This is an optimization exercise on Yosys and OpenROAD, whose aim is small area, a short achievable clock period and few clock cycles per item, not a production implementation. Where RTL was checked, it was by simulation tests only, not by an equivalence proof against the original. No functional check of the RTL was part of runs 2 and 4. Power is estimated from default activity; no workload was simulated.

<file path="flow/design.v">
module walk_corr (
    input  wire         clk,
    input  wire         rst,
    input  wire         in_valid,
    output wire         in_ready,
    input  wire [23:0]  in_t_lo,
    input  wire [23:0]  in_t_l,
    input  wire [15:0]  in_tot_lo,
    input  wire [1:0]   in_level,
    input  wire [9:0]   in_thr_lo,
    input  wire [9:0]   in_thr_mid,
    input  wire [9:0]   in_thr_hi,
    input  wire         in_has_fall,
    input  wire         in_fall_en,
    input  wire         in_walk_en,
    input  wire [511:0] lut,
    output wire         out_valid,
    output wire [23:0]  out_t_c,
    output wire         out_nowalk
);
    localparam integer ND = 6;    
    assign in_ready = 1'b1;
    wire nowalk_i = !in_has_fall || !in_fall_en;
    wire pass_i   = !in_walk_en || nowalk_i;
    wire c_ml = in_thr_mid > in_thr_lo;
    wire c_hl = in_thr_hi  > in_thr_lo;
    wire c_hm = in_thr_hi  > in_thr_mid;
    wire lvl1 = (in_level == 2'd1);
    wire two_i  = lvl1 ? c_ml : (in_level != 2'd0) && (c_ml || c_hl);
    wire sel_hi = !lvl1 && (c_ml ? c_hm : c_hl);
    wire [9:0] d_mid = in_thr_mid - in_thr_lo;
    wire [9:0] d_hi  = in_thr_hi  - in_thr_lo;
    wire [9:0] d_i   = sel_hi ? d_hi : d_mid;
    wire [23:0] diff_i = in_t_l - in_t_lo;
    wire big_i = (diff_i[23:21] != 3'd0) && (in_thr_lo != 10'd0);
    wire div_i = two_i && !pass_i;
    wire [7:0] bin   = in_tot_lo[15:8];
    wire       hi_i  = (bin[7:5] != 3'd0);
    wire       top   = hi_i || (bin[4:0] == 5'd31);
    wire [7:0] frac_i = top ? 8'd0 : in_tot_lo[7:0];
    wire       odd   = bin[0];
    wire [15:0] oh_o = 16'd1 << bin[4:1];
    wire [15:0] oh_e = odd ? {oh_o[14:0], oh_o[15]} : oh_o;
    reg  [15:0] ov, ev;
    integer li;
    always @(*) begin
        ov = 16'd0;
        ev = 16'd0;
        for (li = 0; li < 16; li = li + 1) begin
            ov = ov | ({16{oh_o[li]}} & lut[32*li + 16 +: 16]);
            ev = ev | ({16{oh_e[li]}} & lut[32*li +: 16]);
        end
    end
    wire [15:0] lut0 = hi_i ? lut[511:496] : (odd ? ov : ev);
    wire [15:0] lut1 = odd ? ev : ov;
    reg         a_v, a_pass, a_div, a_big, a_nw;
    reg  [23:0] a_tlo;
    reg  [9:0]  a_x;       
    reg  [20:0] a_y;       
    reg  [15:0] a_k;       
    always @(posedge clk) begin
        a_v    <= in_valid && !rst;
        a_pass <= pass_i;
        a_div  <= div_i;
        a_big  <= big_i;
        a_nw   <= nowalk_i;
        a_tlo  <= in_t_lo;
        a_x    <= div_i ? in_thr_lo : {2'b00, frac_i};
        a_y    <= div_i ? diff_i[20:0] : {5'd0, lut1};
        a_k    <= div_i ? {6'd0, d_i} : lut0;
    end
    wire [16:0] delta = {1'b0, a_y[15:0]} - {1'b0, a_k};
    wire [21:0] y_op  = a_div ? {1'b0, a_y} : {{5{delta[16]}}, delta};
    reg  [31:0] row [0:5];
    reg  [22:0] bm, bp;
    reg         bneg, bone, btwo, bx0, pneg;
    integer     bi;
    always @(*) begin
        pneg = 1'b0;
        for (bi = 0; bi < 6; bi = bi + 1) begin
            bx0  = (bi == 0) ? 1'b0 : a_x[2*bi-1];
            if (bi == 5) begin
                bneg = 1'b0;
                bone = bx0;
                btwo = 1'b0;
            end else begin
                bneg = a_x[2*bi+1] & ~(a_x[2*bi] & bx0);
                bone = a_x[2*bi] ^ bx0;
                btwo = (a_x[2*bi+1] & ~a_x[2*bi] & ~bx0) | (~a_x[2*bi+1] & a_x[2*bi] & bx0);
            end
            bm = bone ? {y_op[21], y_op} : (btwo ? {y_op, 1'b0} : 23'd0);
            bp = bneg ? ~bm : bm;
            if (bi == 0)
                row[bi] = {(bp[22] ? 10'h2AB : 10'h2AC), bp[21:0]};
            else
                row[bi] = ({9'd0, ~bp[22], bp[21:0]} << (2*bi)) | ({31'd0, pneg} << (2*bi-2));
            pneg = bneg;
        end
    end
    function [63:0] csa;    
        input [31:0] a, b, c;
        begin
            csa = {((a & b) | (a & c) | (b & c)) << 1, a ^ b ^ c};
        end
    endfunction
    wire [63:0] l1a = csa(row[0], row[1], row[2]);
    wire [63:0] l1b = csa(row[3], row[4], row[5]);
    wire [63:0] l2  = csa(l1a[31:0], l1a[63:32], l1b[31:0]);
    wire [63:0] l3  = csa(l2[31:0], l2[63:32], l1b[63:32]);
    reg         m_v, m_pass, m_div, m_big, m_nw;
    reg  [23:0] m_tlo;
    reg  [31:0] m_s, m_c;
    reg  [15:0] m_k;
    always @(posedge clk) begin
        m_v    <= a_v && !rst;
        m_pass <= a_pass;
        m_div  <= a_div;
        m_big  <= a_big;
        m_nw   <= a_nw;
        m_tlo  <= a_tlo;
        m_s    <= l3[31:0];
        m_c    <= l3[63:32];
        m_k    <= a_k;
    end
    wire [31:0] k_add = m_div ? {23'd0, m_k[9:1]} : {8'd0, m_k, 8'h80};
    wire [31:0] m     = m_s + m_c + k_add;
    wire [15:0] w_t   = m[23:8];
    wire        tsat  = (w_t[15:11] != 5'd0);
    wire [9:0]  m_d   = m_k[9:0];
    wire [11:0] sb0   = {1'b0, m[21:11]} - {2'b00, m_d};
    wire        q11   = !sb0[11];
    wire [9:0]  r0    = q11 ? sb0[9:0] : m[20:11];
    reg         s_v   [0:ND-1];
    reg         s_nw  [0:ND-1];
    reg         s_div [0:ND-1];
    reg         s_sat [0:ND-1];
    reg  [23:0] s_tlo [0:ND-1];
    reg  [9:0]  s_r   [0:ND-1];
    reg  [11:0] s_nq  [0:ND-1];
    reg  [9:0]  s_d   [0:ND-1];
    reg         s_tw  [0:ND-1];
    always @(posedge clk) begin
        s_v[0]   <= m_v && !rst;
        s_nw[0]  <= m_nw;
        s_div[0] <= m_div;
        s_sat[0] <= m_div ? (m_big || (m[31:22] != 10'd0) || q11) : (!m_pass && tsat);
        s_tlo[0] <= m_tlo;
        s_r[0]   <= r0;
        s_nq[0]  <= {m[10:0], q11};
        s_d[0]   <= m_div ? m_d : (m_pass ? 10'd0 : w_t[9:0]);
        s_tw[0]  <= !m_div && !m_pass && w_t[10];
    end
    genvar gs;
    generate
        for (gs = 0; gs < ND - 1; gs = gs + 1) begin : g_div
            reg  [10:0] t;
            reg  [11:0] sb;
            reg  [9:0]  r;
            reg  [11:0] nq;
            integer     k;
            always @(*) begin
                r  = s_r[gs];
                nq = s_nq[gs];
                for (k = 0; k < 2; k = k + 1) begin
                    t  = {r, nq[11]};
                    sb = {1'b0, t} - {2'b00, s_d[gs]};
                    nq = {nq[10:0], !sb[11]};
                    r  = sb[11] ? t[9:0] : sb[9:0];
                end
            end
            if (gs < ND - 2) begin : g_reg
                always @(posedge clk) begin
                    s_v[gs+1]   <= s_v[gs] && !rst;
                    s_nw[gs+1]  <= s_nw[gs];
                    s_div[gs+1] <= s_div[gs];
                    s_sat[gs+1] <= s_sat[gs];
                    s_tlo[gs+1] <= s_tlo[gs];
                    s_r[gs+1]   <= r;
                    s_nq[gs+1]  <= nq;
                    s_d[gs+1]   <= s_d[gs];
                    s_tw[gs+1]  <= s_tw[gs];
                end
            end else begin : g_last
                reg  [10:0] tl;
                reg  [11:0] sl;
                always @(*) begin
                    tl = {r, nq[11]};
                    sl = {1'b0, tl} - {2'b00, s_d[gs]};
                end
                wire [11:0] q = {nq[10:0], !sl[11]};
                always @(posedge clk) begin
                    s_v[gs+1]   <= s_v[gs] && !rst;
                    s_nw[gs+1]  <= s_nw[gs];
                    s_tlo[gs+1] <= s_tlo[gs];
                    s_nq[gs+1]  <= s_sat[gs] ? 12'h800 :
                                   s_div[gs] ? {1'b0, q[10:0]} : {1'b0, s_tw[gs], s_d[gs]};
                end
            end
        end
    endgenerate
    wire [24:0] tc = {1'b0, s_tlo[ND-1]} - {13'd0, s_nq[ND-1]};
    assign out_valid  = s_v[ND-1];
    assign out_t_c    = tc[24] ? 24'd0 : tc[23:0];
    assign out_nowalk = s_nw[ND-1];
endmodule
</file>
<file path="flow/flow/run.sh">
#!/bin/bash
# The standard layout, with the smallest buffer (buf_1) on every input and
# output port instead of the one buffer_ports picks by default.
set -euo pipefail
export BUFFER_PORTS_ARGS="-buffer_cell sky130_fd_sc_hd__buf_1"
bash standard.sh > standard_flow.log 2>&1
</file>
<file path="flow/standard.sh">
#!/bin/bash
# synth_recipe.tcl (not shown) runs the flow's synth.tcl, then flattens the netlist and writes it again
# the make line also repeats each setting of config.mk as NAME=value (left out here)
make -C /OpenROAD-flow-scripts/flow DESIGN_CONFIG=/design/flow/config.mk WORK_HOME=/design/flow/orfs CLKGATE_MAP_FILE= SYNTH_SCRIPT=/design/flow/synth_recipe.tcl "${@:-finish}"
</file>
<file path="flow/config.mk">
export PLATFORM = sky130hd
export DESIGN_NAME = walk_corr
export DESIGN_NICKNAME = walk_corr
export VERILOG_FILES = /design/flow/design.v
export SDC_FILE = /design/flow/constraint.sdc
export NUM_CORES = 4
export LEC_CHECK = 0
export ABC_CLOCK_PERIOD_IN_PS = 3000
export CAP_MARGIN = 20
export CORE_MARGIN = 2
export CORE_UTILIZATION = 40
export SETUP_SLACK_MARGIN = 5
export SLEW_MARGIN = 20
</file>
<file path="flow/constraint.sdc">
create_clock -name core_clock -period 13.0 [get_ports {clk}]
set_input_delay 2.6000 -clock core_clock [delete_from_list [all_inputs] [get_ports {clk}]]
set_output_delay 2.6000 -clock core_clock [all_outputs]
set_load 0.01 [all_outputs]
</file>
==> results of run 1 <==
==> kinds of logic (layout without fill, tap and decap cells) <==
family,Yosys count,after routing
multiplexers,185,185
AND/OR/NAND/NOR,783,783
AO/OA/AOI/OAI,918,918
other,1,47
adder cells (fa/ha/maj),380,380
buffers and inverters,439,1068
XOR/XNOR,227,227
flip-flops,519,519
==> sequential cells by signal, indices dropped and copies added, names as in the netlist, 16 cells and up <==
name,flops
a_y,21
m_c,28
m_s,32
s_nq,67
a_k,16
a_tlo,24
s_r,50
s_tlo,144
m_tlo,24
s_d,50
m_k,16
==> cell usage after synthesis (all sizes together) (16+ instances only) <==
cell type	instances	area, sq um
ha	259	3240
and2	25	159
nand4	25	156
xor2	90	788
fa	121	2420
nor3	60	305
a22o	78	684
nand2b	31	194
nor2b	71	444
nand2	201	754
nand3	82	410
clkbuf	110	423
a221oi	69	611
o21ai	148	741
a211oi	39	298
a31oi	16	100
a21boi	20	150
xnor2	137	1200
o31ai	20	155
dfxtp	519	10400
a21o	47	353
inv	288	1080
mux2	104	1170
o21a	18	136
mux2i	81	811
a22oi	184	1380
buf	39	188
nor2	192	721
a21oi	179	907
==> per-layer routing <==
metal / GRT usage [%] / vias to the layer above / share of wire (%)
met5: 0 / - / 0.078
met4: 34.2 / 20 / 9.8
met3: 13.2 / 468 / 7.9
met2: 56.5 / 1347 / 44
met1: 43.4 / 14000 / 38
li1: - / 13600 / -
==> cell usage in the layout, fill, tap and decap left out, drive strengths merged, types with 16 or more instances in the layout <==
master	synthesis	layout
a211oi	39	39
a21boi	20	20
a21o	47	47
a21oi	179	179
a221oi	69	69
a22o	78	78
a22oi	184	184
a31oi	16	16
and2	25	25
buf	39	681
clkbuf	110	60
clkinv	1	18
dfxtp	519	519
diode	0	46
fa	121	121
ha	259	259
inv	288	297
mux2	104	104
mux2i	81	81
nand2	201	201
nand2b	31	31
nand3	82	82
nand4	25	25
nor2	192	192
nor2b	71	71
nor3	60	60
o21a	18	18
o21ai	148	148
o31ai	20	20
xnor2	137	137
xor2	90	90
==> power by group through the flow <==
| stage | Clock (uW) | Combinational (uW) | Sequential, uW |
|---|---|---|---|
| finish | 1540 | 6870 | 2210 |
| global placement | 0 | 6720 | 2250 |
| global route | 1640 | 7780 | 2250 |
| detailed placement | 0 | 6790 | 2250 |
| floorplan | 0 | 5380 | 2160 |
| CTS | 1580 | 6850 | 2220 |
==> stage by stage <==
| step | power [uW] | cell area [sq um] | std cells | setup WS, ns | hold WS (ns) |
|---|---|---|---|---|---|
| final | 10600 | 37600 | 5177 | 6.41 | 0.319 |
| after floorplan | 7540 | 32100 | 3452 | 7.10 | 0.310 |
| after CTS | 10600 | 37400 | 5129 | 6.40 | 0.318 |
| after global routing | 11700 | 37500 | 5151 | 5.40 | 0.323 |
| after global placement | 8960 | 35600 | 5033 | 6.63 | 0.310 |
| after detailed placement | 9040 | 35600 | 5033 | 6.50 | 0.312 |
==> worst paths after layout <==
path,from,end,slack [ns],cells past startpoint
worst max-delay path,s_d[4][1],s_nq[5][0],6.41,30
worst min-delay path,s_nq[0][8],s_nq[1][10],0.32,0
worst max register to register,s_d[4][1],s_nq[5][0],6.41,30
worst min register to register,s_nq[0][8],s_nq[1][10],0.32,0
==> layout make-up <==
cell class              instances  area [sq um]  share of cell area, %
well taps                    1050          1310                   3.50
multi-input cells            2494         20200                   53.6
clock inverters                38           475                   1.27
diodes                         46           115                  0.306
clock buffers                  58          1310                   3.49
flip-flops and latches        519         10400                   27.6
inverters                     289          1080                   2.89
repair buffers                683          2740                   7.28
==> run summary, run 1 <==
# TYPE chip_impl_metric gauge
chip_impl_metric{name="power.static_leakage",unit="uW"} 0.0156
chip_impl_metric{name="power_report.internal_total",unit="uW"} 5960
chip_impl_metric{name="place.gp.congestion",unit=""} 1.20
chip_impl_metric{name="yosys.area_share.simple",unit="%"} 12.2
chip_impl_metric{name="syn-instance-count",unit=""} 3452
chip_impl_info{name="status",value="timing/DRC/antenna clean"} 1
chip_impl_metric{name="grt_pass1_vias",unit=""} 28500
chip_impl_metric{name="synth_adder_area_share",unit="%"} 17.7
chip_impl_metric{name="clockBufferDepth",unit=""} 3
chip_impl_metric{name="layout_min_cycle_time",unit="ns"} 6.59
chip_impl_metric{name="final_layout_size_suffix_gt1_share",unit="%"} 7.40
chip_impl_metric{name="irDropWorstVdd",unit="V"} 0.000176
chip_impl_metric{name="slew_viol_final",unit=""} 0
chip_impl_metric{name="postLayoutCoreUtil",unit="%"} 47.5
chip_impl_metric{name="cts_made_buffers",unit=""} 51
chip_impl_metric{name="synth.cell_area",unit="sq mm"} 0.0321
chip_impl_metric{name="post-cts-setup-buffers",unit=""} 0
chip_impl_metric{name="rows",unit=""} 103
chip_impl_metric{name="report.final.hold_viol_count",unit=""} 0
chip_impl_metric{name="initial_core_util",unit="%"} 40.5
chip_impl_metric{name="drt_first_pass_iters",unit=""} 6
chip_impl_metric{name="max_slew.worst_pin.slew",unit="ns"} 1.15
chip_impl_metric{name="synth-seq-area-share",unit="%"} 32.4
chip_impl_metric{name="worst_clock_skew",unit="ns"} 0.0360
chip_impl_info{name="synthFlopType",value="sky130_fd_sc_hd__dfxtp_1"} 1
chip_impl_metric{name="cts.repair.resized",unit=""} 0
chip_impl_metric{name="port_buffers",unit=""} 639
chip_impl_metric{name="compound_cell_area_share_of_the_yosys_netlist",unit="%"} 20.0
chip_impl_info{name="crit_type",value="flop to flop"} 1
chip_impl_metric{name="synth-warning-count",unit=""} 11
chip_impl_metric{name="power_switching_share",unit="%"} 43.8
chip_impl_metric{name="grt_overflow_total",unit=""} 0
chip_impl_metric{name="slew_headroom",unit="%"} 22.5
chip_impl_metric{name="clkPwrFrac",unit="%"} 14.5
chip_impl_metric{name="dieArea",unit="sq mm"} 0.0824
chip_impl_metric{name="cp.buffers_inverters",unit=""} 3
chip_impl_metric{name="post_detail_place_hpwl",unit="mm"} 129
chip_impl_info{name="crit_slowest_cell",value="sky130_fd_sc_hd__a2111oi_0"} 1
chip_impl_metric{name="viasPerCell",unit=""} 5.68
chip_impl_metric{name="pwr-share-seq",unit="%"} 20.8
chip_impl_metric{name="ioPinCount",unit=""} 641
chip_impl_metric{name="synth_mux_area_share",unit="%"} 6.18
chip_impl_metric{name="wl",unit="mm"} 156
chip_impl_metric{name="drt-initial-drc-count",unit=""} 2780
chip_impl_metric{name="synth_enable_flop_cells",unit=""} 0
chip_impl_metric{name="fmax",unit="GHz"} 0.152
chip_impl_metric{name="die_w",unit="um"} 287
chip_impl_metric{name="total_global_route_track_usage",unit="%"} 38.1
chip_impl_metric{name="die_height",unit="um"} 287
chip_impl_metric{name="synth_xor_xnor_area_share",unit="%"} 6.20
chip_impl_metric{name="routed_wire_length_per_instance",unit="um"} 30.2
chip_impl_metric{name="critical_path_arrival",unit="ns"} 7.03
chip_impl_metric{name="crit_path_max_fanout",unit=""} 19
chip_impl_metric{name="finish.net_count",unit=""} 5032
chip_impl_info{name="timing.critical_path.from_type",value="flop"} 1
chip_impl_metric{name="cts_hold_repair.buffers",unit=""} 0
chip_impl_info{name="hp-class",value="flop to flop"} 1
chip_impl_metric{name="final_min_period_over_clock_period",unit="%"} 50.7
chip_impl_metric{name="detail_route.drc_violations",unit=""} 0
chip_impl_info{name="clk_root_buffer_cell",value="sky130_fd_sc_hd__clkbuf_16"} 1
chip_impl_info{name="synth_top_family_by_area",value="compound AO/OA/AOI/OAI gates"} 1
chip_impl_info{name="cts_tree",value="done"} 1
chip_impl_metric{name="antenna_left",unit=""} 0
chip_impl_metric{name="grt_first_pass_wirelength",unit="mm"} 218
chip_impl_metric{name="psw",unit="uW"} 4660
chip_impl_metric{name="max_cap_violations",unit=""} 0
chip_impl_metric{name="fillers",unit=""} 7820
chip_impl_info{name="cp_top_family",value="compound AO/OA/AOI/OAI gates"} 1
chip_impl_metric{name="power.combinational.fraction",unit="%"} 64.7
chip_impl_metric{name="ctsHtreeMaxLevel",unit=""} 2
chip_impl_metric{name="critical-path-max-stage-delay",unit="ns"} 0.65
chip_impl_metric{name="maximum_number_of_pins_on_one_net_before_global_route_repair",unit=""} 60
chip_impl_metric{name="core_area",unit="sq mm"} 0.0791
chip_impl_metric{name="grt_antenna_before_repair",unit=""} 71
chip_impl_metric{name="syn-num-nets",unit=""} 4446
chip_impl_info{name="critical-path-top-cell-by-count",value="sky130_fd_sc_hd__o21ai_0"} 1
chip_impl_metric{name="synth.ff_latch_count",unit=""} 519
chip_impl_metric{name="clkLatencyLatePin",unit="ns"} 0.61
chip_impl_metric{name="clk_pin_slew",unit="ns"} 0.06
chip_impl_metric{name="layout-area-overhead-vs-synth",unit="%"} 17.2
chip_impl_info{name="end_kind",value="flop"} 1
chip_impl_metric{name="synth_area_per_cell",unit="sq um"} 9.29
chip_impl_metric{name="setup_viol",unit=""} 0
chip_impl_metric{name="tritoncts_num_sinks",unit=""} 519
chip_impl_metric{name="fin_setup_tns",unit="ns"} 0
chip_impl_metric{name="power_density_normalized_to_cell_area",unit="mW/mm^2"} 283
chip_impl_info{name="rsz0062_at_grt",value="false"} 1
chip_impl_metric{name="detailroute.via_count",unit=""} 29400
chip_impl_metric{name="synthArstFlopShare",unit="%"} 0
chip_impl_metric{name="yosysUniqueCellTypes",unit=""} 95
chip_impl_metric{name="worst_ep_required_time",unit="ns"} 13.44
Testbench counts, summed over its fixed seeds: cycles 12,064, pulses 12,000.
==> inputs of run 2 (changes only) <==
--- a/flow/design.v
+++ b/flow/design.v
@@ -18,7 +18,7 @@
     output wire [23:0]  out_t_c,
     output wire         out_nowalk
 );
-    localparam integer ND = 6;    
+    localparam integer ND = 7;    
     assign in_ready = 1'b1;
     wire nowalk_i = !in_has_fall || !in_fall_en;
     wire pass_i   = !in_walk_en || nowalk_i;
@@ -110,7 +110,8 @@
     reg         m_v, m_pass, m_div, m_big, m_nw;
     reg  [23:0] m_tlo;
     reg  [31:0] m_s, m_c;
-    reg  [15:0] m_k;
+    reg  [23:0] m_ka;      
+    reg  [9:0]  m_d;
     always @(posedge clk) begin
         m_v    <= a_v && !rst;
         m_pass <= a_pass;
@@ -120,13 +121,12 @@
         m_tlo  <= a_tlo;
         m_s    <= l3[31:0];
         m_c    <= l3[63:32];
-        m_k    <= a_k;
-    end
-    wire [31:0] k_add = m_div ? {23'd0, m_k[9:1]} : {8'd0, m_k, 8'h80};
-    wire [31:0] m     = m_s + m_c + k_add;
+        m_ka   <= a_div ? {15'd0, a_k[9:1]} : {a_k, 8'h80};
+        m_d    <= a_k[9:0];
+    end
+    wire [31:0] m     = m_s + m_c + {8'd0, m_ka};
     wire [15:0] w_t   = m[23:8];
     wire        tsat  = (w_t[15:11] != 5'd0);
-    wire [9:0]  m_d   = m_k[9:0];
     wire [11:0] sb0   = {1'b0, m[21:11]} - {2'b00, m_d};
     wire        q11   = !sb0[11];
     wire [9:0]  r0    = q11 ? sb0[9:0] : m[20:11];
@@ -152,7 +152,7 @@
     end
     genvar gs;
     generate
-        for (gs = 0; gs < ND - 1; gs = gs + 1) begin : g_div
+        for (gs = 0; gs < ND - 2; gs = gs + 1) begin : g_div
             reg  [10:0] t;
             reg  [11:0] sb;
             reg  [9:0]  r;
@@ -168,38 +168,36 @@
                     r  = sb[11] ? t[9:0] : sb[9:0];
                 end
             end
-            if (gs < ND - 2) begin : g_reg
-                always @(posedge clk) begin
-                    s_v[gs+1]   <= s_v[gs] && !rst;
-                    s_nw[gs+1]  <= s_nw[gs];
-                    s_div[gs+1] <= s_div[gs];
-                    s_sat[gs+1] <= s_sat[gs];
-                    s_tlo[gs+1] <= s_tlo[gs];
-                    s_r[gs+1]   <= r;
-                    s_nq[gs+1]  <= nq;
-                    s_d[gs+1]   <= s_d[gs];
-                    s_tw[gs+1]  <= s_tw[gs];
-                end
-            end else begin : g_last
-                reg  [10:0] tl;
-                reg  [11:0] sl;
-                always @(*) begin
-                    tl = {r, nq[11]};
-                    sl = {1'b0, tl} - {2'b00, s_d[gs]};
-                end
-                wire [11:0] q = {nq[10:0], !sl[11]};
-                always @(posedge clk) begin
-                    s_v[gs+1]   <= s_v[gs] && !rst;
-                    s_nw[gs+1]  <= s_nw[gs];
-                    s_tlo[gs+1] <= s_tlo[gs];
-                    s_nq[gs+1]  <= s_sat[gs] ? 12'h800 :
-                                   s_div[gs] ? {1'b0, q[10:0]} : {1'b0, s_tw[gs], s_d[gs]};
-                end
+            always @(posedge clk) begin
+                s_v[gs+1]   <= s_v[gs] && !rst;
+                s_nw[gs+1]  <= s_nw[gs];
+                s_div[gs+1] <= s_div[gs];
+                s_sat[gs+1] <= s_sat[gs];
+                s_tlo[gs+1] <= s_tlo[gs];
+                s_r[gs+1]   <= r;
+                s_nq[gs+1]  <= nq;
+                s_d[gs+1]   <= s_d[gs];
+                s_tw[gs+1]  <= s_tw[gs];
             end
         end
     endgenerate
-    wire [24:0] tc = {1'b0, s_tlo[ND-1]} - {13'd0, s_nq[ND-1]};
-    assign out_valid  = s_v[ND-1];
+    localparam integer L = ND - 2;
+    wire [10:0] tl  = {s_r[L], s_nq[L][11]};
+    wire [11:0] sl  = {1'b0, tl} - {2'b00, s_d[L]};
+    wire        q0  = !sl[11];
+    wire [11:0] w_h = s_sat[L] ? 12'h800 :
+                      s_div[L] ? {1'b0, s_nq[L][9:0], 1'b0} : {1'b0, s_tw[L], s_d[L]};
+    wire [24:0] x_i = {1'b0, s_tlo[L]} - {13'd0, w_h};
+    reg         o_v, o_nw, o_lsb;
+    reg  [24:0] o_x;
+    always @(posedge clk) begin
+        o_v   <= s_v[L] && !rst;
+        o_nw  <= s_nw[L];
+        o_x   <= x_i;
+        o_lsb <= s_div[L] && !s_sat[L] && q0;
+    end
+    wire [24:0] tc = o_x - {24'd0, o_lsb};
+    assign out_valid  = o_v;
     assign out_t_c    = tc[24] ? 24'd0 : tc[23:0];
-    assign out_nowalk = s_nw[ND-1];
+    assign out_nowalk = o_nw;
 endmodule
==> run summary, run 2 <==
# TYPE chip_impl_metric gauge
chip_impl_metric{name="core_area",unit="sq mm"} 0.0833
chip_impl_metric{name="clkPwrFrac",unit="%"} 16.6
chip_impl_info{name="maxUsedRoutingLayer",value="met5"} 1
chip_impl_metric{name="cts_hold_repair.buffers",unit=""} 0
chip_impl_metric{name="synth-seq-area-share",unit="%"} 35.0
chip_impl_metric{name="grt_overflow_total",unit=""} 0
chip_impl_info{name="largest_area_contributor_in_the_netlist",value="sky130_fd_sc_hd__dfxtp_1"} 1
chip_impl_metric{name="synth_enable_flop_cells",unit=""} 0
chip_impl_info{name="cts_tree",value="done"} 1
chip_impl_metric{name="critical_path_arrival",unit="ns"} 3.51
chip_impl_metric{name="tritoncts_num_sinks",unit=""} 587
chip_impl_metric{name="max_slew.worst_pin.slew",unit="ns"} 1.10
chip_impl_info{name="rsz0062_at_grt",value="false"} 1
chip_impl_metric{name="ctsHtreeMaxLevel",unit=""} 2
chip_impl_metric{name="layout_min_cycle_time",unit="ns"} 6.11
chip_impl_metric{name="met2_length",unit="mm"} 72.2
chip_impl_metric{name="compound_cell_area_share_of_the_yosys_netlist",unit="%"} 19.2
chip_impl_info{name="end_kind",value="output port"} 1
chip_impl_metric{name="ioPinCount",unit=""} 641
chip_impl_metric{name="fin_setup_tns",unit="ns"} 0
chip_impl_metric{name="synthArstFlopShare",unit="%"} 0
chip_impl_metric{name="clockBufferDepth",unit=""} 3
chip_impl_info{name="crit_type",value="flop to output port"} 1
chip_impl_metric{name="clkLatencyLatePin",unit="ns"} 0.62
chip_impl_info{name="registers_with_the_most_flip_flops",value="s_tlo: 144 flops, s_nq: 66 flops"} 1
chip_impl_metric{name="largest_register_ffs",unit=""} 144
chip_impl_metric{name="power_density_normalized_to_cell_area",unit="mW/mm^2"} 275
chip_impl_metric{name="drt-initial-drc-count",unit=""} 2519
chip_impl_metric{name="wl",unit="mm"} 161
chip_impl_metric{name="setup_viol",unit=""} 0
chip_impl_metric{name="post_detail_place_hpwl",unit="mm"} 134
chip_impl_metric{name="power.combinational.fraction",unit="%"} 60.2
chip_impl_info{name="yosysMostFrequentCell",value="sky130_fd_sc_hd__dfxtp_1"} 1
chip_impl_metric{name="port_buffers",unit=""} 639
chip_impl_metric{name="final_layout_size_suffix_gt1_share",unit="%"} 7.09
chip_impl_metric{name="power_switching_share",unit="%"} 41.7
chip_impl_metric{name="synth.top_cell.area_share",unit="%"} 35.0
chip_impl_metric{name="fmax",unit="GHz"} 0.164
chip_impl_metric{name="maximum_number_of_pins_on_one_net_before_global_route_repair",unit=""} 69
chip_impl_metric{name="synth.ff_latch_count",unit=""} 587
chip_impl_metric{name="pwr-share-seq",unit="%"} 23.2
chip_impl_metric{name="max_cap_violations",unit=""} 0
chip_impl_info{name="timing.critical_path.from_type",value="flop"} 1
chip_impl_metric{name="slew_viol_final",unit=""} 0
chip_impl_metric{name="layout-area-overhead-vs-synth",unit="%"} 17.2
chip_impl_metric{name="synth_xor_xnor_area_share",unit="%"} 6.59
chip_impl_metric{name="antenna_left",unit=""} 0
chip_impl_metric{name="place.gp.congestion",unit=""} 1.21
chip_impl_metric{name="worst_clock_skew",unit="ns"} 0.0169
chip_impl_metric{name="syn-instance-count",unit=""} 3551
chip_impl_metric{name="report.final.hold_viol_count",unit=""} 0
chip_impl_metric{name="cts_made_buffers",unit=""} 58
chip_impl_metric{name="die_height",unit="um"} 294
chip_impl_metric{name="post-cts-setup-buffers",unit=""} 0
chip_impl_metric{name="slew_headroom",unit="%"} 26.3
chip_impl_metric{name="yosysUniqueCellTypes",unit=""} 93
chip_impl_info{name="leading_cell_type_in_the_layout_fill_and_taps_excluded",value="sky130_fd_sc_hd__buf_1"} 1
chip_impl_metric{name="psw",unit="uW"} 4500
chip_impl_metric{name="cts.repair.resized",unit=""} 0
chip_impl_metric{name="initial_core_util",unit="%"} 40.3
chip_impl_metric{name="clk_pin_slew",unit="ns"} 0.06
chip_impl_metric{name="finish.net_count",unit=""} 5139
chip_impl_metric{name="drt_first_pass_iters",unit=""} 6
chip_impl_metric{name="power_report.internal_total",unit="uW"} 6300
chip_impl_metric{name="met3RoutedLength",unit="mm"} 13.3
chip_impl_metric{name="grt_pass1_vias",unit=""} 29000
chip_impl_metric{name="synth-warning-count",unit=""} 11
chip_impl_info{name="status",value="timing/DRC/antenna clean"} 1
chip_impl_metric{name="synth.cell_area",unit="sq mm"} 0.0335
chip_impl_info{name="post_synth_most_frequent_cells",value="sky130_fd_sc_hd__dfxtp_1, sky130_fd_sc_hd__inv_1, sky130_fd_sc_hd__ha_1"} 1
chip_impl_metric{name="detailroute.via_count",unit=""} 30000
chip_impl_metric{name="final.hold.worst_slack",unit="ns"} 0.312
chip_impl_metric{name="synth_mux_area_share",unit="%"} 5.21
chip_impl_info{name="synth_top_family_by_area",value="compound AO/OA/AOI/OAI gates"} 1
chip_impl_metric{name="rows",unit=""} 106
chip_impl_metric{name="grt_first_pass_wirelength",unit="mm"} 223
chip_impl_metric{name="syn-num-nets",unit=""} 4547
chip_impl_metric{name="total_global_route_track_usage",unit="%"} 37.5
chip_impl_metric{name="die_w",unit="um"} 294
chip_impl_metric{name="irDropWorstVdd",unit="V"} 0.000269
chip_impl_metric{name="crit_path_max_fanout",unit=""} 24
chip_impl_metric{name="yosys.area_share.simple",unit="%"} 11.4
chip_impl_metric{name="routed_wire_length_per_instance",unit="um"} 30.4
chip_impl_metric{name="synth_area_per_cell",unit="sq um"} 9.44
chip_impl_metric{name="detail_route.drc_violations",unit=""} 0
chip_impl_metric{name="synth_adder_area_share",unit="%"} 17.0
chip_impl_info{name="hp-class",value="flop to flop"} 1
chip_impl_info{name="clk_root_buffer_cell",value="sky130_fd_sc_hd__clkbuf_16"} 1
chip_impl_metric{name="viasPerCell",unit=""} 5.64
chip_impl_metric{name="final_min_period_over_clock_period",unit="%"} 47.0
chip_impl_metric{name="dieArea",unit="sq mm"} 0.0862
chip_impl_metric{name="grt_antenna_before_repair",unit=""} 70
chip_impl_info{name="register_ranked_first_by_flip_flop_count",value="s_tlo"} 1
chip_impl_metric{name="power.static_leakage",unit="uW"} 0.0163
chip_impl_info{name="commonest_non_fill_non_tap_cells_in_the_layout",value="sky130_fd_sc_hd__buf_1, sky130_fd_sc_hd__dfxtp_1, sky130_fd_sc_hd__inv_1, sky130_fd_sc_hd__ha_1, sky130_fd_sc_hd__a22oi_1"} 1
chip_impl_info{name="yosys-top-cells-area",value="sky130_fd_sc_hd__dfxtp_1, sky130_fd_sc_hd__ha_1, sky130_fd_sc_hd__fa_1"} 1
chip_impl_metric{name="worst_ep_required_time",unit="ns"} 10.40
chip_impl_metric{name="routedLengthMet1",unit="mm"} 59.5
chip_impl_info{name="synthFlopType",value="sky130_fd_sc_hd__dfxtp_1"} 1
run 2: cell types whose count changed after synthesis, sizes merged, moves of 20 or more:
cell / before / now
nand2: 201 / 225
a21oi: 179 / 154
mux2i: 81 / 61
inv: 288 / 317
dfxtp: 519 / 587
a22oi: 184 / 230
run 2: final timing paths:
check / startpoint / to / slack, ns / depth (start not counted)
hold / removal: s_tlo[3][3] / s_tlo[4][3] / 0.31 / 0
setup / recovery: o_x[8] / out_t_c[5] / 6.89 / 8
setup reg to reg: s_d[1][1] / s_r[2][9] / 7.29 / 20
hold reg to reg: s_tlo[3][3] / s_tlo[4][3] / 0.31 / 0
run 2: power groups by stage:
stage               registers (uW)  clock network [uW]  logic (uW)
floorplan                     2450                   0        5030
global placement              2550                   0        6320
detailed placement            2560                   0        6410
CTS                           2520                1830        6480
global route                  2550                1900        7270
finish                        2510                1790        6500
run 2: stage by stage:
| step | setup WS [ns] | cell area [sq um] | total power [uW] | cells | utilization (%) |
|---|---|---|---|---|---|
| finish | 6.89 | 39300 | 10800 | 5309 | 47.2 |
| global route | 6.51 | 39200 | 11700 | 5280 | 47.1 |
| CTS | 6.79 | 39200 | 10800 | 5270 | 47.1 |
| detailed placement | 6.58 | 37100 | 8960 | 5163 | 44.5 |
| global placement | 6.65 | 37100 | 8870 | 5163 | 44.5 |
| floorplan | 8.00 | 33500 | 7480 | 3551 | - |
run 2: cells by family (layout without fill, tap and decap cells):
logic type / count (synthesis) / after routing
AO/OA/AOI/OAI: 930 / 930
AND/OR/NAND/NOR: 772 / 772
flip-flops: 587 / 587
buffers and inverters: 467 / 1106
adder cells (fa/ha/maj): 382 / 382
XOR/XNOR: 250 / 250
multiplexers: 162 / 162
other: 1 / 40
run 2: area by class of cell:
type / instances / area (sq um)
clock inverter: 30 / 449
fill: 8129 / 44000
inverter: 317 / 1190
timing repair buffer: 682 / 2720
antenna: 39 / 97.6
multi-input combinational: 2497 / 20100
sequential: 587 / 11800
clock buffer: 77 / 1630
tap: 1080 / 1350
run 2: routing by layer:
metal	up-vias	GRT usage, %
met5	-	0
met4	30	32.6
met2	1374	57.7
met3	494	14.8
li1	13800	-
met1	14200	40.2
run 2: critical path, stage by stage (launching register included):
cell and delay [ns]:
sky130_fd_sc_hd__dfxtp_1 0.34, sky130_fd_sc_hd__or4_1 0.56, sky130_fd_sc_hd__nor3_1 0.21, sky130_fd_sc_hd__nand4b_1 0.21
sky130_fd_sc_hd__nor2_1 0.29, sky130_fd_sc_hd__and4bb_1 0.29, sky130_fd_sc_hd__xor2_2 0.71, sky130_fd_sc_hd__nor2_1 0.12
sky130_fd_sc_hd__buf_1 0.16
==> inputs of run 3 (changes only) <==
--- a/flow/design.v
+++ b/flow/design.v
@@ -110,8 +110,7 @@
     reg         m_v, m_pass, m_div, m_big, m_nw;
     reg  [23:0] m_tlo;
     reg  [31:0] m_s, m_c;
-    reg  [23:0] m_ka;      
-    reg  [9:0]  m_d;
+    reg  [15:0] m_k;
     always @(posedge clk) begin
         m_v    <= a_v && !rst;
         m_pass <= a_pass;
@@ -121,12 +120,13 @@
         m_tlo  <= a_tlo;
         m_s    <= l3[31:0];
         m_c    <= l3[63:32];
-        m_ka   <= a_div ? {15'd0, a_k[9:1]} : {a_k, 8'h80};
-        m_d    <= a_k[9:0];
-    end
-    wire [31:0] m     = m_s + m_c + {8'd0, m_ka};
+        m_k    <= a_k;
+    end
+    wire [31:0] k_add = m_div ? {23'd0, m_k[9:1]} : {8'd0, m_k, 8'h80};
+    wire [31:0] m     = m_s + m_c + k_add;
     wire [15:0] w_t   = m[23:8];
     wire        tsat  = (w_t[15:11] != 5'd0);
+    wire [9:0]  m_d   = m_k[9:0];
     wire [11:0] sb0   = {1'b0, m[21:11]} - {2'b00, m_d};
     wire        q11   = !sb0[11];
     wire [9:0]  r0    = q11 ? sb0[9:0] : m[20:11];
==> run summary, run 3 <==
# TYPE chip_impl_metric gauge
chip_impl_metric{name="total_global_route_track_usage",unit="%"} 36.9
chip_impl_metric{name="worst_ep_required_time",unit="ns"} 10.40
chip_impl_metric{name="clockBufferDepth",unit=""} 3
chip_impl_metric{name="maximum_number_of_pins_on_one_net_before_global_route_repair",unit=""} 63
chip_impl_metric{name="rows",unit=""} 105
chip_impl_metric{name="cts_made_buffers",unit=""} 57
chip_impl_metric{name="slew_viol_final",unit=""} 0
chip_impl_metric{name="detailroute.via_count",unit=""} 29500
chip_impl_info{name="largest_area_contributor_in_the_netlist",value="sky130_fd_sc_hd__dfxtp_1"} 1
chip_impl_info{name="critical_path_cell_by_cell",value="or4_4, or3_1, or3_4, nor2_4, and4bb_4, xor2_4, nor2_1, buf_1"} 1
chip_impl_metric{name="irDropWorstVdd",unit="V"} 0.000253
chip_impl_metric{name="layout_min_cycle_time",unit="ns"} 6.06
chip_impl_metric{name="report.final.hold_viol_count",unit=""} 0
chip_impl_metric{name="wl",unit="mm"} 157
chip_impl_info{name="synthFlopType",value="sky130_fd_sc_hd__dfxtp_1"} 1
chip_impl_info{name="status",value="timing/DRC/antenna clean"} 1
chip_impl_metric{name="initial_core_util",unit="%"} 40.3
chip_impl_metric{name="cts_hold_repair.buffers",unit=""} 0
chip_impl_metric{name="synth.ff_latch_count",unit=""} 569
chip_impl_metric{name="grt_overflow_total",unit=""} 0
chip_impl_metric{name="grt_antenna_before_repair",unit=""} 75
chip_impl_metric{name="grt_first_pass_wirelength",unit="mm"} 219
chip_impl_info{name="rsz0062_at_grt",value="false"} 1
chip_impl_metric{name="critical-path-max-stage-delay",unit="ns"} 0.53
chip_impl_metric{name="tritoncts_num_sinks",unit=""} 569
chip_impl_metric{name="synth-warning-count",unit=""} 11
chip_impl_metric{name="routed_wire_length_per_instance",unit="um"} 29.7
chip_impl_metric{name="total_power",unit="uW"} 10900
chip_impl_metric{name="drt_first_pass_iters",unit=""} 6
chip_impl_metric{name="cts.repair.resized",unit=""} 0
chip_impl_metric{name="ctsHtreeMaxLevel",unit=""} 2
chip_impl_metric{name="fillers",unit=""} 8072
chip_impl_metric{name="place.gp.congestion",unit=""} 1.23
chip_impl_info{name="crit_type",value="flop to output port"} 1
chip_impl_info{name="yosysMostFrequentCell",value="sky130_fd_sc_hd__dfxtp_1"} 1
chip_impl_info{name="registers_with_the_most_flip_flops",value="s_tlo: 144 flops, s_nq: 66 flops"} 1
chip_impl_metric{name="setup_viol",unit=""} 0
chip_impl_info{name="end_kind",value="output port"} 1
chip_impl_info{name="crit_slowest_cell",value="sky130_fd_sc_hd__or4_4"} 1
chip_impl_metric{name="largest_register_ffs",unit=""} 144
chip_impl_metric{name="max_slew.worst_pin.slew",unit="ns"} 1.22
chip_impl_info{name="register_ranked_first_by_flip_flop_count",value="s_tlo"} 1
chip_impl_metric{name="port_buffers",unit=""} 639
chip_impl_metric{name="power.static_leakage",unit="uW"} 0.0161
chip_impl_metric{name="clk_pin_slew",unit="ns"} 0.06
chip_impl_metric{name="post_detail_place_hpwl",unit="mm"} 133
chip_impl_metric{name="syn-instance-count",unit=""} 3536
chip_impl_metric{name="fmax",unit="GHz"} 0.165
chip_impl_metric{name="finish.net_count",unit=""} 5139
chip_impl_metric{name="syn-num-nets",unit=""} 4532
chip_impl_info{name="cts_tree",value="done"} 1
chip_impl_metric{name="die_height",unit="um"} 291
chip_impl_metric{name="cp.buffers_inverters",unit=""} 1
chip_impl_metric{name="grt_pass1_vias",unit=""} 29200
chip_impl_metric{name="post-cts-setup-buffers",unit=""} 0
chip_impl_metric{name="dieArea",unit="sq mm"} 0.0849
chip_impl_metric{name="synthArstFlopShare",unit="%"} 0
chip_impl_metric{name="synth-seq-area-share",unit="%"} 34.5
chip_impl_info{name="post_synth_most_frequent_cells",value="sky130_fd_sc_hd__dfxtp_1, sky130_fd_sc_hd__inv_1, sky130_fd_sc_hd__ha_1"} 1
chip_impl_info{name="leading_cell_type_in_the_layout_fill_and_taps_excluded",value="sky130_fd_sc_hd__buf_1"} 1
chip_impl_metric{name="die_w",unit="um"} 291
chip_impl_info{name="cp_top_family",value="simple AND/OR/NAND/NOR gates"} 1
chip_impl_info{name="yosys-top-cells-area",value="sky130_fd_sc_hd__dfxtp_1, sky130_fd_sc_hd__ha_1, sky130_fd_sc_hd__fa_1"} 1
chip_impl_metric{name="yosysUniqueCellTypes",unit=""} 89
chip_impl_metric{name="final_layout_size_suffix_gt1_share",unit="%"} 6.90
chip_impl_metric{name="ioPinCount",unit=""} 641
chip_impl_metric{name="final_min_period_over_clock_period",unit="%"} 46.6
chip_impl_metric{name="layout-area-overhead-vs-synth",unit="%"} 17.3
chip_impl_metric{name="synth_enable_flop_cells",unit=""} 0
chip_impl_metric{name="slew_headroom",unit="%"} 18.5
chip_impl_info{name="timing.critical_path.from_type",value="flop"} 1
chip_impl_metric{name="core_area",unit="sq mm"} 0.0820
chip_impl_metric{name="synth.top_cell.area_share",unit="%"} 34.5
chip_impl_metric{name="detail_route.drc_violations",unit=""} 0
chip_impl_metric{name="fin_setup_tns",unit="ns"} 0
chip_impl_metric{name="antenna_left",unit=""} 0
chip_impl_metric{name="critical_path_arrival",unit="ns"} 3.46
chip_impl_metric{name="worst_clock_skew",unit="ns"} 0.0384
chip_impl_metric{name="synth_area_per_cell",unit="sq um"} 9.34
chip_impl_info{name="hp-class",value="flop to flop"} 1
chip_impl_metric{name="power_density_normalized_to_cell_area",unit="mW/mm^2"} 281
chip_impl_info{name="clk_root_buffer_cell",value="sky130_fd_sc_hd__clkbuf_16"} 1
chip_impl_info{name="commonest_non_fill_non_tap_cells_in_the_layout",value="sky130_fd_sc_hd__buf_1, sky130_fd_sc_hd__dfxtp_1, sky130_fd_sc_hd__inv_1, sky130_fd_sc_hd__ha_1, sky130_fd_sc_hd__nand2_1"} 1
chip_impl_metric{name="synth.cell_area",unit="sq mm"} 0.0330
chip_impl_metric{name="max_cap_violations",unit=""} 0
chip_impl_metric{name="viasPerCell",unit=""} 5.56
chip_impl_metric{name="clkLatencyLatePin",unit="ns"} 0.63
chip_impl_metric{name="drt-initial-drc-count",unit=""} 2539
chip_impl_metric{name="crit_path_max_fanout",unit=""} 24
-- run 3: cell count changes in the layout (fill, tap and decap cells not counted), moves of 17 or more --
cell                       change
sky130_fd_sc_hd__or3_1        -18
sky130_fd_sc_hd__a22o_1       +19
sky130_fd_sc_hd__inv_1        +54
sky130_fd_sc_hd__a22oi_1      -51
sky130_fd_sc_hd__a221oi_1     +26
sky130_fd_sc_hd__dfxtp_1      -17
sky130_fd_sc_hd__nand3_1      -23
sky130_fd_sc_hd__o21ai_0      -24
sky130_fd_sc_hd__nand2b_1     +24
sky130_fd_sc_hd__nor2_1       +26
-- run 3: cell type report --
class	instances	area, sq um	share of cell area (%)
Sequential cell	569	11400	29.4
Timing Repair Buffer	682	2720	7.02
Tap cell	1070	1340	3.45
Inverter	370	1390	3.58
Multi-Input combinational cell	2463	19700	50.9
Clock buffer	69	1560	4.03
Clock inverter	38	519	1.34
Antenna cell	45	113	0.291
-- run 3: cell families after synthesis --
family	Yosys count	share of synthesized area [%]
AO/OA/AOI/OAI	895	19.0
AND/OR/NAND/NOR	772	11.4
flip-flops	569	34.5
buffers and inverters	504	5.96
adder cells (fa/ha/maj)	382	17.2
XOR/XNOR	253	6.76
multiplexers	160	5.20
other	1	0.0113
-- run 3: stage by stage --
step | hold WS, ns | utilization (%) | setup WS (ns) | cell area (sq um) | instances
after floorplan | 0.310 | - | 7.80 | 33000 | 3536
after global placement | 0.310 | 44.6 | 6.69 | 36600 | 5153
after detailed placement | 0.312 | 44.6 | 6.63 | 36600 | 5153
after CTS | 0.288 | 47.1 | 6.87 | 38600 | 5260
after global routing | 0.291 | 47.2 | 6.65 | 38700 | 5286
final | 0.301 | 47.3 | 6.94 | 38800 | 5306
-- run 3: power by group --
part           internal [uW]  switching (uW)  total [uW]
logic                   3040            3680        6720
registers               2240             215        2450
clock network           1030             711        1740
-- run 3: final timing paths --
check	startpoint	end	slack, ns	cells after the start
min	m_tlo[7]	s_tlo[0][7]	0.30	0
max	o_x[8]	out_t_c[17]	6.94	8
max reg2reg	m_div	s_sat[0]	7.02	22
min reg2reg	m_tlo[7]	s_tlo[0][7]	0.30	0
-- run 3: per-layer routing --
| metal | track usage, % | vias up | share of wire [%] |
|---|---|---|---|
| li1 | - | 13700 | - |
| met1 | 40.6 | 14000 | 37 |
| met2 | 57.7 | 1338 | 45 |
| met3 | 12.2 | 423 | 8.2 |
| met4 | 30.9 | 16 | 9.9 |
| met5 | 0 | - | 0.064 |
Testbench counts of run 3, summed over its fixed seeds: cycles 12,072, pulses 12,000.
==> inputs of run 4 (changes only) <==
--- a/flow/design.v
+++ b/flow/design.v
@@ -110,7 +110,8 @@
     reg         m_v, m_pass, m_div, m_big, m_nw;
     reg  [23:0] m_tlo;
     reg  [31:0] m_s, m_c;
-    reg  [15:0] m_k;
+    reg  [23:0] m_ka;      
+    reg  [9:0]  m_d;
     always @(posedge clk) begin
         m_v    <= a_v && !rst;
         m_pass <= a_pass;
@@ -120,13 +121,12 @@
         m_tlo  <= a_tlo;
         m_s    <= l3[31:0];
         m_c    <= l3[63:32];
-        m_k    <= a_k;
-    end
-    wire [31:0] k_add = m_div ? {23'd0, m_k[9:1]} : {8'd0, m_k, 8'h80};
-    wire [31:0] m     = m_s + m_c + k_add;
+        m_ka   <= a_div ? {15'd0, a_k[9:1]} : {a_k, 8'h80};
+        m_d    <= a_k[9:0];
+    end
+    wire [31:0] m     = m_s + m_c + {8'd0, m_ka};
     wire [15:0] w_t   = m[23:8];
     wire        tsat  = (w_t[15:11] != 5'd0);
-    wire [9:0]  m_d   = m_k[9:0];
     wire [11:0] sb0   = {1'b0, m[21:11]} - {2'b00, m_d};
     wire        q11   = !sb0[11];
     wire [9:0]  r0    = q11 ? sb0[9:0] : m[20:11];
@@ -184,20 +184,18 @@
     localparam integer L = ND - 2;
     wire [10:0] tl  = {s_r[L], s_nq[L][11]};
     wire [11:0] sl  = {1'b0, tl} - {2'b00, s_d[L]};
-    wire        q0  = !sl[11];
+    wire        q0  = !sl[11] && s_div[L] && !s_sat[L];
     wire [11:0] w_h = s_sat[L] ? 12'h800 :
                       s_div[L] ? {1'b0, s_nq[L][9:0], 1'b0} : {1'b0, s_tw[L], s_d[L]};
-    wire [24:0] x_i = {1'b0, s_tlo[L]} - {13'd0, w_h};
-    reg         o_v, o_nw, o_lsb;
-    reg  [24:0] o_x;
-    always @(posedge clk) begin
-        o_v   <= s_v[L] && !rst;
-        o_nw  <= s_nw[L];
-        o_x   <= x_i;
-        o_lsb <= s_div[L] && !s_sat[L] && q0;
-    end
-    wire [24:0] tc = o_x - {24'd0, o_lsb};
+    wire [24:0] tc  = {1'b0, s_tlo[L]} + {13'h1FFF, ~w_h} + {24'd0, !q0};
+    reg         o_v, o_nw;
+    reg  [23:0] o_tc;
+    always @(posedge clk) begin
+        o_v  <= s_v[L] && !rst;
+        o_nw <= s_nw[L];
+        o_tc <= tc[24] ? 24'd0 : tc[23:0];
+    end
     assign out_valid  = o_v;
-    assign out_t_c    = tc[24] ? 24'd0 : tc[23:0];
+    assign out_t_c    = o_tc;
     assign out_nowalk = o_nw;
 endmodule
==> run summary, run 4 <==
# TYPE chip_impl_metric gauge
chip_impl_metric{name="detail_route.drc_violations",unit=""} 0
chip_impl_info{name="yosysMostFrequentCell",value="sky130_fd_sc_hd__dfxtp_1"} 1
chip_impl_metric{name="fillers",unit=""} 7958
chip_impl_metric{name="antenna_left",unit=""} 0
chip_impl_metric{name="critical-path-max-stage-delay",unit="ns"} 0.74
chip_impl_metric{name="die_w",unit="um"} 290
chip_impl_metric{name="cp.buffers_inverters",unit=""} 2
chip_impl_info{name="crit_type",value="input pin to flop"} 1
chip_impl_metric{name="synth_adder_area_share",unit="%"} 17.3
chip_impl_info{name="cts_tree",value="done"} 1
chip_impl_metric{name="drt_first_pass_iters",unit=""} 6
chip_impl_metric{name="synth-warning-count",unit=""} 11
chip_impl_metric{name="layout-area-overhead-vs-synth",unit="%"} 17.3
chip_impl_metric{name="tritoncts_num_sinks",unit=""} 585
chip_impl_metric{name="syn-num-nets",unit=""} 4458
chip_impl_metric{name="power_density_normalized_to_cell_area",unit="mW/mm^2"} 281
chip_impl_info{name="hp-class",value="flop to flop"} 1
chip_impl_info{name="end_kind",value="flop"} 1
chip_impl_metric{name="worst_clock_skew",unit="ns"} 0.0339
chip_impl_metric{name="max_cap_violations",unit=""} 0
chip_impl_metric{name="ioPinCount",unit=""} 641
chip_impl_metric{name="maximum_number_of_pins_on_one_net_before_global_route_repair",unit=""} 68
chip_impl_metric{name="multi_input_combinational_cell_area",unit="sq mm"} 0.0193
chip_impl_metric{name="clkLatencyLatePin",unit="ns"} 0.64
chip_impl_info{name="synthFlopType",value="sky130_fd_sc_hd__dfxtp_1"} 1
chip_impl_info{name="yosys-top-cells-area",value="sky130_fd_sc_hd__dfxtp_1, sky130_fd_sc_hd__ha_1, sky130_fd_sc_hd__fa_1"} 1
chip_impl_metric{name="cts_made_buffers",unit=""} 59
chip_impl_metric{name="grt_antenna_before_repair",unit=""} 31
chip_impl_metric{name="yosysUniqueCellTypes",unit=""} 85
chip_impl_info{name="crit_slowest_cell",value="sky130_fd_sc_hd__a31oi_4"} 1
chip_impl_metric{name="grt_pass1_vias",unit=""} 28500
chip_impl_metric{name="drt-initial-drc-count",unit=""} 2265
chip_impl_metric{name="viasPerCell",unit=""} 5.52
chip_impl_metric{name="core_area",unit="sq mm"} 0.0808
chip_impl_metric{name="worst_ep_required_time",unit="ns"} 13.52
chip_impl_metric{name="slew_headroom",unit="%"} 25.0
chip_impl_metric{name="irDropWorstVdd",unit="V"} 0.000284
chip_impl_metric{name="detailroute.via_count",unit=""} 28600
chip_impl_metric{name="layout.area.seq",unit="sq mm"} 0.0117
chip_impl_metric{name="fmax",unit="GHz"} 0.157
chip_impl_metric{name="total_global_route_track_usage",unit="%"} 34.7
chip_impl_info{name="cp_top_family",value="compound AO/OA/AOI/OAI gates"} 1
chip_impl_info{name="r2r_start",value="s_d[2][1]"} 1
chip_impl_metric{name="synth_enable_flop_cells",unit=""} 0
chip_impl_metric{name="synth_area_per_cell",unit="sq um"} 9.46
chip_impl_metric{name="critical_path_arrival",unit="ns"} 6.91
chip_impl_metric{name="port_buffers",unit=""} 639
chip_impl_metric{name="clk_pin_slew",unit="ns"} 0.06
chip_impl_info{name="registers_with_the_most_flip_flops",value="s_tlo: 144 flops, s_nq: 66 flops"} 1
chip_impl_metric{name="max_slew.worst_pin.slew",unit="ns"} 1.12
chip_impl_metric{name="routed_wire_length_per_instance",unit="um"} 28.6
chip_impl_metric{name="crit_path_max_fanout",unit=""} 56
chip_impl_metric{name="wl",unit="mm"} 148
chip_impl_metric{name="synth_xor_xnor_area_share",unit="%"} 6.12
chip_impl_metric{name="grt_first_pass_wirelength",unit="mm"} 208
chip_impl_info{name="largest_area_contributor_in_the_netlist",value="sky130_fd_sc_hd__dfxtp_1"} 1
chip_impl_info{name="commonest_non_fill_non_tap_cells_in_the_layout",value="sky130_fd_sc_hd__buf_1, sky130_fd_sc_hd__dfxtp_1, sky130_fd_sc_hd__inv_1, sky130_fd_sc_hd__ha_1, sky130_fd_sc_hd__a22oi_1"} 1
chip_impl_metric{name="grt_overflow_total",unit=""} 0
chip_impl_metric{name="report.final.hold_viol_count",unit=""} 0
chip_impl_metric{name="placed_cells_incl_taps",unit=""} 5051
chip_impl_metric{name="ctsHtreeMaxLevel",unit=""} 2
chip_impl_metric{name="cts.repair.resized",unit=""} 0
chip_impl_metric{name="post-cts-setup-buffers",unit=""} 0
chip_impl_metric{name="die_height",unit="um"} 290
chip_impl_metric{name="synth.cell_area",unit="sq mm"} 0.0328
chip_impl_metric{name="layout.cells.non_filler",unit=""} 5184
chip_impl_metric{name="setup_viol",unit=""} 0
chip_impl_metric{name="layout_min_cycle_time",unit="ns"} 6.39
chip_impl_info{name="timing.critical_path.from_type",value="input pin"} 1
chip_impl_info{name="critical_path_cell_by_cell",value="buf_1, ha_1, fa_1, nor2b_1, o21ai_2, a21oi_1, o31ai_2, a21boi_1, o31a_1, or4_4, a31oi_4, inv_2, and2_1, a221oi_1"} 1
chip_impl_metric{name="power.static_leakage",unit="uW"} 0.0159
chip_impl_metric{name="synth-seq-area-share",unit="%"} 35.7
chip_impl_metric{name="final_min_period_over_clock_period",unit="%"} 49.1
chip_impl_info{name="clk_root_buffer_cell",value="sky130_fd_sc_hd__clkbuf_16"} 1
chip_impl_info{name="worstSetupStartpoint",value="in_thr_lo[0]"} 1
chip_impl_info{name="min-delay-start",value="s_tlo[4][5]"} 1
chip_impl_metric{name="synth.top_cell.area_share",unit="%"} 35.7
chip_impl_metric{name="final_layout_size_suffix_gt1_share",unit="%"} 6.61
chip_impl_info{name="status",value="timing/DRC/antenna clean"} 1
chip_impl_metric{name="clockBufferDepth",unit=""} 3
chip_impl_metric{name="synth_mux_area_share",unit="%"} 4.57
chip_impl_metric{name="largest_register_ffs",unit=""} 144
chip_impl_metric{name="synthArstFlopShare",unit="%"} 0
chip_impl_metric{name="dieArea",unit="sq mm"} 0.0842
chip_impl_info{name="rsz0062_at_grt",value="false"} 1
chip_impl_metric{name="yosys.area_share.simple",unit="%"} 10.9
chip_impl_metric{name="fin_setup_tns",unit="ns"} 0
chip_impl_metric{name="initial_core_util",unit="%"} 40.5
chip_impl_info{name="leading_cell_type_in_the_layout_fill_and_taps_excluded",value="sky130_fd_sc_hd__buf_1"} 1
chip_impl_metric{name="place.gp.congestion",unit=""} 1.24
chip_impl_metric{name="finish.net_count",unit=""} 5047
chip_impl_info{name="post_synth_most_frequent_cells",value="sky130_fd_sc_hd__dfxtp_1, sky130_fd_sc_hd__inv_1, sky130_fd_sc_hd__ha_1"} 1
chip_impl_metric{name="post_detail_place_hpwl",unit="mm"} 124
chip_impl_metric{name="rows",unit=""} 104
chip_impl_metric{name="compound_cell_area_share_of_the_yosys_netlist",unit="%"} 19.6
chip_impl_info{name="register_ranked_first_by_flip_flop_count",value="s_tlo"} 1
chip_impl_metric{name="cts_hold_repair.buffers",unit=""} 0
chip_impl_info{name="synth_top_family_by_area",value="compound AO/OA/AOI/OAI gates"} 1
chip_impl_metric{name="synth.ff_latch_count",unit=""} 585
chip_impl_metric{name="slew_viol_final",unit=""} 0
chip_impl_metric{name="syn-instance-count",unit=""} 3464
==> run 4: cell types whose count changed after synthesis, sizes merged, moves of 19 or more <==
| cell | change |
|---|---|
| nor2 | -25 |
| clkbuf | +21 |
| xor2 | -25 |
| nand3 | +28 |
| a22oi | +43 |
| nand2 | -28 |
| inv | -42 |
| a21oi | +19 |
| a221oi | -19 |
==> run 4: cells by family (layout without fill, tap and decap cells) <==
family | count (synthesis) | after routing
AND/OR/NAND/NOR | 730 | 730
AO/OA/AOI/OAI | 918 | 918
XOR/XNOR | 229 | 229
multiplexers | 139 | 139
other | 1 | 24
flip-flops | 585 | 585
buffers and inverters | 482 | 1119
adder cells (fa/ha/maj) | 380 | 380
==> run 4: final timing paths <==
kind                      end  slack [ns]  cells past startpoint
setup / recovery       a_k[9]        6.61                     14
hold / removal    s_tlo[5][5]        0.30                      0
setup reg to reg    s_r[3][5]        7.01                     23
hold reg to reg   s_tlo[5][5]        0.30                      0
==> run 4: stage by stage <==
step                      setup slack, ns  hold slack, ns  instance area [sq um]  util [%]  power, uW
after floorplan                      7.69           0.310                  32800         -       7560
after global placement               6.10           0.310                  36300      44.9       8960
after detailed placement             6.08           0.312                  36300      44.9       9040
after CTS                            6.73           0.286                  38400      47.5      10900
after global routing                 6.34           0.300                  38400      47.5      11800
final                                6.61           0.300                  38400      47.6      10800
==> run 4: power by group <==
part | leakage (uW) | internal (uW) | switching (uW)
Combinational | 0.0100 | 2940 | 3600
Sequential | 0.00489 | 2300 | 208
Clock | 0.00100 | 1020 | 729
Total | 0.0159 | 6250 | 4540
==> run 4: per-layer routing <==
| layer | vias to the layer above | share of wire, % | track usage (%) |
|---|---|---|---|
| met2 | 1224 | 44 | 53.0 |
| met4 | 2 | 8.4 | 26.2 |
| met5 | - | 0.0094 | 0 |
| met1 | 13600 | 40 | 41.5 |
| li1 | 13500 | - | - |
| met3 | 327 | 7.7 | 9.86 |
==> run 4: layout make-up <==
cell class	instances	area share, %
Inverter	328	3.20
Tap cell	1060	3.45
Sequential cell	585	30.5
Antenna cell	23	0.150
Multi-Input combinational cell	2397	50.3
Timing Repair Buffer	682	7.08
Clock inverter	29	1.04
Clock buffer	80	4.31

==> afterwards: timing with drivers on the ports <==
Ports are ideal in the flow. The routed layouts listed here were re-timed in OpenROAD. Step 1 (the two cells are an assumption about what drives the block):
set clk [get_ports {clk}]
set_driving_cell -lib_cell sky130_fd_sc_hd__clkbuf_16 $clk
set_driving_cell -lib_cell sky130_fd_sc_hd__buf_2 [delete_from_list [all_inputs] $clk]
Step 2, shift: input delay + t, output delay - t, t = (earliest + latest rising clock arrival at the registers) / 2. This alone moves slack from input paths to output paths. Slacks: ideal / step 1 / step 2; pairs: ideal / step 1.
| run | t, ns | setup WS [ns] | cell pins on the clock port's net |
|---|---|---|---|
| run 1 | 0.653 | 6.410 / 6.402 / 6.410 | 1 |
| run 2 | 0.677 | 6.888 / 6.823 / 6.602 | 1 |
| run 3 | 0.675 | 6.945 / 6.883 / 6.521 | 1 |
| run 4 | 0.691 | 6.611 / 6.582 / 5.891 | 1 |
After both steps setup and hold are still met in every run listed. For run 4, which loses most, drivers alone change the setup slack by -0.029 ns; drivers and shift together by -0.720 ns.
